Source: an optimization exercise on an open RTL-to-GDS flow (aim: small area, a short achievable clock period and few clock cycles per item). Production flows keep margins and buffers that such runs may drop.
Where RTL was checked, it was by simulation tests only, not by an equivalence proof against the original.
Power is estimated from default activity; no workload was simulated.

Design rs144_dec, start of the top module:
module rs144_dec (
  input  wire        clk,
  input  wire        rst,
  input  wire        in_valid,
  output wire        in_ready,
  input  wire [7:0]  in_data,
  output wire        out_valid,
  input  wire        out_ready,
  output wire        out_fail,
  output wire [2:0]  out_nerr,
  output wire [31:0] out_pos,
  output wire [31:0] out_val
);
clock: 10.0 ns
lec_check: 0
cap_margin: 20
core_margin: 2
core_utilization: 60
cts_cluster_diameter: 80
cts_cluster_size: 16
gpl_routability_driven: 0
place_density: 0.7
slew_margin: 20
standard.sh (not shown) runs the stock make flow with config.mk's settings and CLKGATE_MAP_FILE= SYNTH_SCRIPT=/design/flow/synth_recipe.tcl, a recipe that flattens the netlist after the stock synthesis.
==> flow/flow/run.sh <==
#!/bin/bash
# Standard layout, with timing repair aimed below the design's period.
set -euo pipefail
bash standard.sh SETUP_SLACK_MARGIN=6.9 finish > flow_make.log 2>&1
Testbench counts at the start, summed over its fixed seeds: cycles 116,685, items 800.
Edit:
Settings changed: ABC_AREA set to 1, CTS_CLUSTER_DIAMETER 80 to 100, CTS_CLUSTER_SIZE 16 to 20, GPL_ROUTABILITY_DRIVEN 0 to not set.
Core utilization decreases by 0.92 points; clock power decreases by about 10%; total power increases by 5.3%; worst setup slack degrades by 21 ps; maximum frequency decreases by 0.68%; sequential share of layout area decreases by 0.79 points.
Edit:
Settings changed: ABC_AREA 1 to not set, CTS_CLUSTER_DIAMETER 100 to 80, CTS_CLUSTER_SIZE 20 to 18.
What happened:
- global-route usage went down by 1.5 points
- critical path depth is unchanged
- synthesized cell count went down by about 16%
- final cell count went down by 14%
- clock power is about the same
- clock skew is about the same
- first-iteration DRC count went down by about 32%
Edit:
Settings changed: CORE_UTILIZATION 60 to 55, CTS_CLUSTER_SIZE 18 to 16, PLACE_DENSITY 0.7 to 0.65.
Power came out higher by 2.7%.
Clock-buffer cell count came out higher by 9.
Global-route usage came out lower by 1.7 points.
Cell area came out higher by 1.1%.
Clock skew came out higher by 7.5 ps.
Critical path depth stays the same.
Combinational power hardly moves.
Setup slack is better by 14 ps.
Non-clock buffer count came out higher by 4.
Synthesized area is unchanged.
Edit:
Settings changed: CORE_UTILIZATION 55 to 60, GPL_TIMING_DRIVEN set to 0, PLACE_DENSITY 0.65 to 0.7.
Outcome: Design area went up by 1.3%. Critical path depth does not change. Setup slack loses 11 ps.

rs144_dec, a different RTL version from the one above (not shown whole).
For scale: about 2,400 cells after synthesis, roughly 450 flip-flops, roughly 82 I/O pins, about 0.023 mm² of cells after synthesis.
// rs144_dec
module rs144_dec (
  input  wire        clk,
  input  wire        rst,
  input  wire        in_valid,
  output wire        in_ready,
  input  wire [7:0]  in_data,
  output wire        out_valid,
  input  wire        out_ready,
  output wire        out_fail,
  output wire [2:0]  out_nerr,
  output wire [31:0] out_pos,
  output wire [31:0] out_val
);
  function automatic [7:0] gf_mul(input [7:0] a, input [7:0] b);
    integer i;
    reg [7:0] p, aa;
    begin
      p  = 8'h00;
      aa = a;
      for (i = 0; i < 8; i = i + 1) begin
        if (b[i]) p = p ^ aa;
        aa = {aa[6:0], 1'b0} ^ (aa[7] ? 8'h1D : 8'h00);
      end
      gf_mul = p;
    end
  endfunction
  function automatic [7:0] to_tower(input [7:0] a);
    begin
      to_tower = ({8{a[0]}} & 8'h01) ^ ({8{a[1]}} & 8'h2b) ^ ({8{a[2]}} & 8'h40) ^
                 ({8{a[3]}} & 8'h21) ^ ({8{a[4]}} & 8'h32) ^ ({8{a[5]}} & 8'hc1) ^
                 ({8{a[6]}} & 8'h48) ^ ({8{a[7]}} & 8'h16);
    end
  endfunction
  function automatic [7:0] from_tower(input [7:0] a);
    begin
  ...
export LEC_CHECK = 0
export CAP_MARGIN = 20
export CORE_MARGIN = 2
export CORE_UTILIZATION = 50
export CTS_CLUSTER_DIAMETER = 100
export CTS_CLUSTER_SIZE = 20
export PLACE_DENSITY = 0.6
export SLEW_MARGIN = 20
create_clock -name core_clock -period 10.0 [get_ports {clk}]
==> flow/flow/run.sh <==
#!/bin/bash
# Standard layout, with timing repair aimed below the design's period.
set -euo pipefail
bash standard.sh SETUP_SLACK_MARGIN=6.85 finish > flow_make.log 2>&1
Change:
- CORE_UTILIZATION: 50 -> 60
- PLACE_DENSITY: 0.6 -> 0.7
The new run completed with no timing, DRC or antenna violations.
Worst hold slack hardly moves.
Maximum frequency is lower slightly.
Setup slack got worse by 0.018 ns.
Wire length hardly moves.
First-iteration DRC count is higher by a quarter to a third.
Sequential cell count is unchanged.
Global-route usage is higher by 4.5 points.
Core utilization is higher by 11 points.
Sequential share of layout area hardly moves.
Change:
==> flow/flow/run.sh (replaced) <==
#!/bin/bash
# Standard layout, with timing repair aimed below the design's period.
set -euo pipefail
bash standard.sh SETUP_SLACK_MARGIN=6.95 finish > flow_make.log 2>&1
After rerunning: The new run completed without violations; cell area increases by 2.2%; routed wire length increases by 0.37%; clock power stays flat; die area stays the same; cell count increases by 1.4%; register-to-register slack improved by 0.03 ns.
No run of this note included a check of the RTL's function; only the layout flow was run.

RTL: one of the versions met above, not the one the previous note started from.
For scale: roughly 460 flip-flops, ~82 I/O pins.
clock: 10.0 ns
lec_check: 0
cap_margin: 20
core_margin: 2
core_utilization: 60
cts_cluster_diameter: 100
cts_cluster_size: 24
place_density: 0.8
slew_margin: 20
==> flow/flow/run.sh <==
#!/bin/bash
# Standard layout, with timing repair aimed below the design's period.
set -euo pipefail
bash standard.sh SETUP_SLACK_MARGIN=6.9 finish > flow_make.log 2>&1
The baseline passed the timing, DRC and antenna checks.
Testbench counts at the start, summed over its fixed seeds: cycles 116,685, items 800.
Rerun with:
- CTS_CLUSTER_DIAMETER: 100 -> 80
- CTS_CLUSTER_SIZE: 24 -> 16
- PLACE_DENSITY: 0.8 -> 0.7
What happened:
- synthesized area is unchanged
- sequential power hardly moves
- setup slack gains 28 ps
- cell count stays flat
- via count fell by 1.9%
- clock-buffer cell count increases by 20
- register-to-register slack gains 70 ps
- design area stays flat
- worst hold slack gains 4.9 ps
Rerun with:
- CTS_CLUSTER_DIAMETER: 80 -> 100
- CTS_CLUSTER_SIZE: 16 -> 20
- TNS_END_PERCENT: unset -> 30
- The changed run completed with no timing, DRC or antenna violations
- fmax is lower by 4.2%
- clock-buffer cell count drops by 12
- sequential share of layout area goes down by 0.24 points
- design area barely changes
- worst hold slack is about the same

wip/zinc:
rs144_dec again, from the RTL that the note above started with.
// rs144_dec
module rs144_dec (
  input  wire        clk,
  input  wire        rst,
  input  wire        in_valid,
  output wire        in_ready,
  input  wire [7:0]  in_data,
  output wire        out_valid,
  input  wire        out_ready,
  output wire        out_fail,
  output wire [2:0]  out_nerr,
  output wire [31:0] out_pos,
  output wire [31:0] out_val
);
export LEC_CHECK = 0
export CAP_MARGIN = 20
export CORE_MARGIN = 2
export CORE_UTILIZATION = 60
export CTS_CLUSTER_DIAMETER = 100
export CTS_CLUSTER_SIZE = 20
export PLACE_DENSITY = 0.7
export SLEW_MARGIN = 20
export TNS_END_PERCENT = 0
create_clock -name core_clock -period 10.0 [get_ports {clk}]
Scripts as last shown in full above: flow/flow/run.sh
wip/zinc finished every stage and its layout cleared the timing, DRC and antenna checks.
Testbench counts of wip/zinc, summed over its fixed seeds: cycles 116,685, items 800.
> inputs changed (wip/zinc -> wip/xenon)
-- flow/flow/run.sh --
<<< wip/zinc, line 4
bash standard.sh SETUP_SLACK_MARGIN=6.9 finish > flow_make.log 2>&1
>>> wip/xenon, line 4
bash standard.sh SETUP_SLACK_MARGIN=6.95 finish > flow_make.log 2>&1
-- flow/config.mk --
<<< wip/zinc, line 15
export TNS_END_PERCENT = 0
>>> wip/xenon, line 15
==> comparison <==
wip/xenon vs wip/zinc, post-CTS setup buffer count went up by 23. Between wip/zinc and wip/xenon, fraction of the cycle the final worst path needs decreased. Of wip/zinc and wip/xenon, the lower final critical-path setup slack belongs to wip/zinc. Fraction of power consumed by combinational cells: wip/xenon > wip/zinc. The higher global-route usage came out of wip/xenon. First-pass GRT wire length, wip/zinc and wip/xenon: higher on wip/xenon.
Relative to wip/xenon, the following input files were edited for wip/delta:
-- flow/flow/run.sh --
<<< wip/xenon, line 4
bash standard.sh SETUP_SLACK_MARGIN=6.95 finish > flow_make.log 2>&1
>>> wip/delta, line 4
bash standard.sh SETUP_SLACK_MARGIN=6.9 finish > flow_make.log 2>&1
-- flow/config.mk --
<<< wip/xenon, line 8
>>> wip/delta, line 8
export ABC_CLOCK_PERIOD_IN_PS = 3000
- wip/delta vs wip/xenon: filler cell count in the final layout up
- Area of combinational cells with multiple inputs for wip/delta: 69 um^2 down relative to wip/xenon
- Max count of non-CTS buffers in the layout across wip/xenon and wip/delta: wip/xenon
Edits applied to the flow inputs when going from wip/delta to wip/onyx:
-- flow/flow/run.sh --
<<< wip/delta, line 4
bash standard.sh SETUP_SLACK_MARGIN=6.9 finish > flow_make.log 2>&1
>>> wip/onyx, line 4
bash standard.sh SETUP_SLACK_MARGIN=6.95 finish > flow_make.log 2>&1
-- flow/config.mk --
<<< wip/delta, line 8
export ABC_CLOCK_PERIOD_IN_PS = 3000
>>> wip/onyx, line 8
<<< wip/delta, line 12
export CTS_CLUSTER_DIAMETER = 100
export CTS_CLUSTER_SIZE = 20
>>> wip/onyx, line 11
export CTS_CLUSTER_DIAMETER = 80
export CTS_CLUSTER_SIZE = 16
## What came out
Per the final summary, wip/onyx finished and its layout is clean on timing, DRC and antenna.
Relative to wip/delta, total routed wirelength has increased by 2.2% in wip/onyx.
Row sequential cell area share: wip/onyx lower / wip/delta higher
Against wip/delta, wip/onyx comes in 67 ps higher on post-place setup slack.
Input-level comparison between wip/umber and wip/onyx:
-- flow/flow/run.sh --
<<< wip/onyx, line 4
bash standard.sh SETUP_SLACK_MARGIN=6.95 finish > flow_make.log 2>&1
>>> wip/umber, line 4
bash standard.sh SETUP_SLACK_MARGIN=6.9 finish > flow_make.log 2>&1
-- flow/config.mk --
<<< wip/onyx, line 10
export CORE_UTILIZATION = 60
export CTS_CLUSTER_DIAMETER = 80
export CTS_CLUSTER_SIZE = 16
export PLACE_DENSITY = 0.7
>>> wip/umber, line 10
export CORE_UTILIZATION = 65
export CTS_CLUSTER_DIAMETER = 100
export CTS_CLUSTER_SIZE = 20
export PLACE_DENSITY = 0.75
Findings:
What wip/onyx reported for amount of wire on met3 after detailed routing has to be multiplied by 1.09 to get the figure for wip/umber.
In the metrics for wip/onyx and wip/umber, the one carrying the lower met2 layer usage reported by global route is wip/onyx.
Against wip/onyx, wip/umber comes in 1.3 points lower on fraction of layout instances using a drive strength above 1.
Of wip/onyx and wip/umber, the higher data-path buffer share of cell area in the final layout belongs to wip/onyx.
Sort wip/onyx and wip/umber by die area, descending, and wip/onyx comes first.
wip/umber against wip/onyx: critical path arrival now larger; number of clock buffer instances in the layout decreased 11.
Compare wip/onyx and wip/umber | routing usage on met1 higher: wip/umber
wip/umber vs. wip/onyx: power share of the sequential group went up by 1.3 points.

[re-timing with driven ports]
The flow's constraints put no driver on any port. The routed layouts listed below were extracted and timed again, unchanged, in two steps. Step 1 assumes that a clkbuf_16 drives the clock port and a buf_2 every other input. Step 2, shift: input delay + t, output delay - t, t = (earliest + latest rising clock arrival at the registers) / 2. This alone moves slack from input paths to output paths. a / b / c = ideal / step 1 / step 2; a / b = the first two.
| run | t (ns) | slack for setup (ns) | worst setup path at the end | slew at the worst register clock pin (ns) |
|---|---|---|---|---|
| the first run of note 1 | 0.605 | 6.954 / 6.899 / 6.515 | input to register | 0.08 / 0.08 |
| the second run of note 1 | 0.629 | 6.933 / 6.876 / 6.391 | input to register | 0.09 / 0.09 |
| the third run of note 1 | 0.619 | 6.939 / 6.883 / 6.409 | input to register | 0.09 / 0.09 |
| the fourth run of note 1 | 0.604 | 6.953 / 6.894 / 6.407 | input to register | 0.07 / 0.07 |
| the fifth run of note 1 | 0.613 | 6.942 / 6.888 / 6.415 | input to register | 0.08 / 0.08 |
| the first run of note 2 | 0.619 | 6.889 / 6.829 / 6.337 | input to register | 0.09 / 0.09 |
| the second run of note 2 | 0.610 | 6.871 / 6.817 / 6.314 | input to register | 0.09 / 0.09 |
| the third run of note 2 | 0.603 | 6.944 / 6.907 / 6.339 | input to register | 0.09 / 0.09 |
| the first run of note 3 | 0.617 | 6.926 / 6.872 / 6.372 | input to register | 0.10 / 0.10 |
| the second run of note 3 | 0.605 | 6.954 / 6.899 / 6.515 | input to register | 0.08 / 0.08 |
| the third run of note 3 | 0.614 | 6.819 / 6.764 / 6.412 | input to register | 0.10 / 0.10 |
| wip/zinc | 0.636 | 6.818 / 6.764 / 6.304 | input to register | 0.09 / 0.09 |
| wip/xenon | 0.623 | 6.954 / 6.899 / 6.384 | input to register | 0.09 / 0.09 |
| wip/delta | 0.627 | 6.945 / 6.888 / 6.361 | input to register | 0.09 / 0.09 |
| wip/onyx | 0.601 | 6.971 / 6.918 / 6.451 | input to register | 0.08 / 0.08 |
| wip/umber | 0.615 | 6.944 / 6.889 / 6.480 | input to register | 0.09 / 0.09 |
After both steps every run listed still meets setup and hold. For the third run of note 2, which loses most, drivers alone change the setup slack by -0.037 ns; drivers and shift together by -0.605 ns.
